This design comes from an exercise in tuning for small area, a short achievable clock period and few clock cycles per item on the open sky130 flow, not from production work. Only simulation tests tie the RTL to the original design; equivalence was not proved.

==> flow/design.v (outline; a module is shown in full before it is edited, if it fits) <==
// module post_requant: 2599 lines
// module post_requant_rec: 33 lines
module post_requant (
    input  wire        clk,
    input  wire        rst,         
    input  wire        in_valid,
    output reg         in_ready,
    input  wire [1:0]  in_otype,
    input  wire [31:0] in_acc,
    input  wire [31:0] in_bias,
    input  wire [31:0] in_m,
    input  wire [5:0]  in_rs,
    input  wire [15:0] in_zp,
    input  wire [15:0] in_qmin,
    input  wire [15:0] in_qmax,
    output reg         out_valid,
    input  wire        out_ready,
    output wire [31:0] out_y
);
  // ...
==> flow/flow/run.sh <==
#!/bin/bash
# The standard layout (the standard.sh: standard synthesis, floorplan,
# placement, CTS, routing) with two changes to how ORFS makes it:
#  - its timing repair aims at a setup margin (flow/margin.txt), so that it
#    works towards a shorter period than the 20 ns clock needs;
#  - the port buffers that buffer_ports inserts on every input and output
#    are sky130_fd_sc_hd__buf_2 cells instead of delay-buffer cells.
# The clock, the constraints and the synthesis are the standard ones.
set -euo pipefail
MARGIN=$(cat flow/margin.txt)
bash standard.sh SETUP_SLACK_MARGIN=$MARGIN \
  "BUFFER_PORTS_ARGS=-buffer_cell sky130_fd_sc_hd__buf_2" finish > flow_standard.log 2>&1
==> flow/flow/margin.txt <==
14.8
==> flow/standard.sh <==
#!/bin/bash
# synth_recipe.tcl (not shown) runs the flow's synth.tcl, then flattens the netlist and writes it again
# the make line also repeats each setting of config.mk as NAME=value (left out here)
make -C /OpenROAD-flow-scripts/flow DESIGN_CONFIG=/design/flow/config.mk WORK_HOME=/design/flow/orfs CLKGATE_MAP_FILE= SYNTH_SCRIPT=/design/flow/synth_recipe.tcl "${@:-finish}"
==> flow/config.mk <==
export PLATFORM = sky130hd
export DESIGN_NAME = post_requant
export DESIGN_NICKNAME = post_requant
export VERILOG_FILES = /design/flow/design.v
export SDC_FILE = /design/flow/constraint.sdc
export NUM_CORES = 4
export LEC_CHECK = 0
export CAP_MARGIN = 20
export CORE_MARGIN = 2
export CORE_UTILIZATION = 50
export CTS_CLUSTER_DIAMETER = 60
export CTS_CLUSTER_SIZE = 30
export PLACE_DENSITY = 0.75
export SLEW_MARGIN = 20
export SYNTH_HIERARCHICAL = 1
==> flow/constraint.sdc <==
create_clock -name core_clock -period 20.0 [get_ports {clk}]
set_input_delay 4.0000 -clock core_clock [delete_from_list [all_inputs] [get_ports {clk}]]
set_output_delay 4.0000 -clock core_clock [all_outputs]
set_load 0.01 [all_outputs]
==> qor.yml, run 1 <==
run_status: "no timing/DRC/antenna violations"
yosys.area_share.adder: 0.2554
path_depth: 1
post_synth_xor_area_fraction: 0.1150
top_signal_layer_used: "met4"
clock_buffers: 59
finalNetCount: 6234
grt_util_met2: 0.5242
ys.warnings.count: 7
final_count_of_hold_timing_violations: 0
max-cap-violations: 0
post-place-ws_ns: 13.97
grt_busiest_layer: "met2"
max-slew-margin-rel: 0.1541
synth-compound-area-share: 0.2001
synth-async-reset-ratio: 0
clkTransAtPathRegs_ns: 0.10
place.detailed.hpwl_um: 120500
max_slew.worst_pin.slew_ns: 1.269
hold_path_class: "reg2reg"
wirelength_met1_um: 66980
synth_commonest_cells: "562 x a22oi_1, 461 x inv_1, 455 x fa_1"
avgRoutedWirePerCell_um: 26.70
drt_pre_antenna_iters: 8
Testbench counts, summed over its fixed seeds: cycles 32,032, items 32,000.
==> inputs of run 2 (changes only) <==
--- a/flow/config.mk
+++ b/flow/config.mk
@@ -12,3 +12,2 @@
 export CTS_CLUSTER_SIZE = 30
-export PLACE_DENSITY = 0.75
 export SLEW_MARGIN = 20
==> run 2 against run 1 <==
Fmax is 0.24% higher. Cell area is 0.13% higher. Setup slack better by 0.013 ns. Worst hold slack worse by 0.0033 ns. Clock skew is 0.0046 ns lower. Clock-buffer cell count is 2 higher. Register-to-register slack hardly changed. Die area stayed put. Critical path type unchanged. Highest routed layer unchanged.
==> qor.yml, run 2 <==
path_buf_inv: 1  # unchanged
run_status: "no timing/DRC/antenna violations"  # unchanged
synthesis.nets: 6330  # unchanged
floorplan.die_area_um2: 107000  # unchanged
antenna_violations_before_repair: 1  # unchanged
syn-instance-count: 5384  # unchanged
largest_reg_flops: 65  # unchanged
timing.critical_path.required_ns: 16.00  # about the same
hold_path_class: "reg2reg"  # unchanged
std_cell_rows: 118  # unchanged
die_h_um: 327.1  # unchanged
synth_edf_count: 160  # unchanged
arrival_ns: 1.27  # was 1.28 ns
layout.area.seq_um2: 13860  # was 13880 µm²
clkTransAtPathRegs_ns: 0.07  # was 0.10 ns
finalWirelength_um: 183400  # was 179300 µm
post-synth-top-count-cell: "a22oi_1"  # unchanged
final.period_utilization: 0.2633  # was 0.2640
timing.critical_path.from_type: "flop"  # unchanged
htree_num_levels: 2  # unchanged
placed_cells_incl_taps: 6602  # was 6599
worst_path_maximum_fanout: 1  # unchanged
port_buffers: 189  # unchanged
registers.top_by_ff_count: "b_s"  # unchanged
vias_per_cell: 6.328  # was 6.484
post_route_cells_drive_above_1_share: 0.1272  # was 0.1284
largest_net_degree_at_the_start_of_global_routing: 66  # unchanged
synth_seq_area_share: 0.2647  # unchanged
cts_max_path_bufs: 3  # unchanged
post-place-ws_ns: 13.96  # was 13.97 ns
grt_setup_unrepaired: "yes"  # unchanged
cts.sink_count: 610  # unchanged
final_count_of_hold_timing_violations: 0  # unchanged
synthDominantCellAreaShare: 0.1745  # unchanged
avgRoutedWirePerCell_um: 27.31  # was 26.70 µm
max-cap-violations: 0  # unchanged
worstSetupPathType: "reg2out"  # unchanged
worst_skew_pair.late_latency_ns: 0.72  # about the same
ys.warnings.count: 7  # unchanged
finalNetCount: 6233  # was 6234
layout_setup_ws_ns: 14.73  # was 14.72 ns
post_layout_nonfiller_instances: 6717  # was 6715
max-slew-margin-rel: 0.1598  # was 0.1541
reg_top3: "b_s (65), b_c (64)"  # unchanged
number_of_fillers_in_the_final_layout: 9301  # was 8887
post_synthesis_instance_area_um2: 52190  # unchanged
fin_worst_hold_slack_ns: 0.3265  # was 0.3298 ns
detailroute.via_count: 42502  # was 43542
grt.total_usage: 0.3397  # was 0.3301
place.detailed.hpwl_um: 124400  # was 120500 µm
start_util: 0.5043  # unchanged
fin_setup_tns_ns: 0  # unchanged
floorplan.io_pins: 190  # unchanged
crit_slowest_cell: "edfxtp_1"  # unchanged
slew_violations: 0  # unchanged
synth_commonest_cells: "562 x a22oi_1, 461 x inv_1, 455 x fa_1"  # unchanged
finalWeightedCongestion: 1.048  # was 1.062
multi_input_comb_area_um2: 35750  # was 35730 µm²
postCtsHoldBufs: 0  # unchanged
post_synth.cell_area_avg_um2: 9.693  # unchanged
drt_pre_antenna_iters: 9  # was 8
numCtsBuffers: 57  # was 55
synth-async-reset-ratio: 0  # unchanged
final_antenna_net_count: 0  # unchanged
endpoint_kind: "output port"  # unchanged
critical-path-top-delay-family: "flip-flops"  # unchanged
ctsRootBufferMaster: "clkbuf_16"  # unchanged
wire_length_of_the_first_global_routing_pass_um: 275200  # was 270800 µm
post-synth-top-area-cell: "fa_1"  # unchanged
finClkSkew_ns: 0.05764  # was 0.06221 ns
synth_flop_cell: "dfxtp_1"  # unchanged
first_global_vias: 43150  # was 44705
area.growth.synth_to_final_pct: 9.611  # was 9.472%
synth.area.top_cells: "fa_1 17%, dfxtp_1 17%, edfxtp_1 9.2%"  # unchanged
timing.critical_path.slowest_cell_delay_ns: 0.40  # about the same
mostFrequentLayoutCell: "a22oi_1"  # unchanged
die_width_um: 327.1  # unchanged
grt_overflow: 0  # unchanged
max_slew.worst_pin.slew_ns: 1.259  # was 1.269 ns
max_freq_mhz: 189.9  # was 189.4 MHz
most-common-layout-cells: "562 x a22oi_1, 455 x fa_1, 444 x inv_1"  # unchanged
period_minus_slack_ns: 5.266  # was 5.279 ns
drt-initial-drc-count: 4273  # was 5417
worstPathCellList: "buf_2"  # unchanged
tritoncts: "built"  # unchanged
placeableCoreArea_um2: 103500  # unchanged
ys_seq_elements: 610  # unchanged
netlist-cell-type-count: 107  # unchanged
remaining_drc_errors: 0  # unchanged
setup-violations-final: 0  # unchanged
## run 2: final timing paths
path | startpoint | to | slack, ns | cells after the start
max reg2reg | b_c[36] | c_q[0] | 14.91 | 14
min reg2reg | d_rs[5] | b_rs[5] | 0.33 | 0
max | out_h[12] | out_y[12] | 14.73 | 1
min | d_rs[5] | b_rs[5] | 0.33 | 0
## run 2: cell families after synthesis
| kind of cell | Yosys count | synth area share |
|---|---|---|
| AO/OA/AOI/OAI | 1474 | 0.2001 |
| multiplexers | 101 | 0.02043 |
| flip-flops | 610 | 0.2647 |
| AND/OR/NAND/NOR | 807 | 0.07571 |
| adder cells (fa/ha/maj) | 793 | 0.2554 |
| XOR/XNOR | 670 | 0.1150 |
| buffers and inverters | 929 | 0.06859 |
## run 2: area by class of cell
| cell class | count | area share |
|---|---|---|
| Timing Repair Buffer | 306 | 0.03217 |
| Antenna cell | 1 | 0.00004374 |
| Timing Repair inverter | 1 | 0.0001312 |
| Clock buffer | 61 | 0.02537 |
| Inverter | 466 | 0.03091 |
| Clock inverter | 47 | 0.01395 |
| Tap cell | 1380 | 0.03018 |
| Sequential cell | 610 | 0.2423 |
| Multi-Input combinational cell | 3845 | 0.6249 |
## run 2: repair_timing
| item | 4_1_cts | 5_1_grt |
|---|---|---|
| setup endpoints to repair | 68 | 42 |
| pin swaps | 3 | 9 |
| gates cloned | 1 | 0 |
| gates resized for setup | 17 | 22 |
| buffers inserted | 4 | 1 |
## run 2: per-stage QoR
step / util / cell area (µm²)
5_1_grt: 0.5527 / 57200
4_1_cts: 0.5513 / 57060
3_3_place_gp: 0.5286 / 54700
2_1_floorplan: - / 52960
3_5_place_dp: 0.5286 / 54700
6_report: 0.5527 / 57200
## run 2: layer usage
metal,vias up,share of wire,GRT usage
met4,0,0.061,0.1811
met2,2496,0.45,0.5373
met3,678,0.097,0.07412
met1,20740,0.39,0.4355
li1,18588,-,-
met5,-,0,0
## run 2: Yosys stat by module (local to each module, per instance)
module / area [µm²] / flops+latches
post_requant_rec: 2790 / 0
post_requant: 49400 / 610

[re-timing with driven ports]
The results above use ideal ports. As a check the final layouts listed here were re-extracted and re-timed, cells and wires unchanged.
Step 1 (the two cells are an assumption about what drives the block):
set clk [get_ports {clk}]
set_driving_cell -lib_cell sky130_fd_sc_hd__clkbuf_16 $clk
set_driving_cell -lib_cell sky130_fd_sc_hd__buf_2 [delete_from_list [all_inputs] $clk]
Step 2 also shifts input and output timing later by t, the mid clock arrival at the registers, as if the neighbouring blocks saw the same clock.
Three values: ideal, step 1, step 2; two values: the first two.
run	shift t [ns]	setup WS [ns]	worst setup path after step 2
run 1	0.759	14.721 / 14.655 / 14.268	input to register
run 2	0.758	14.734 / 14.663 / 14.272	input to register
After both steps setup and hold are still met in every run listed. For run 2, which loses most, drivers alone change the setup slack by -0.071 ns; drivers and shift together by -0.462 ns.
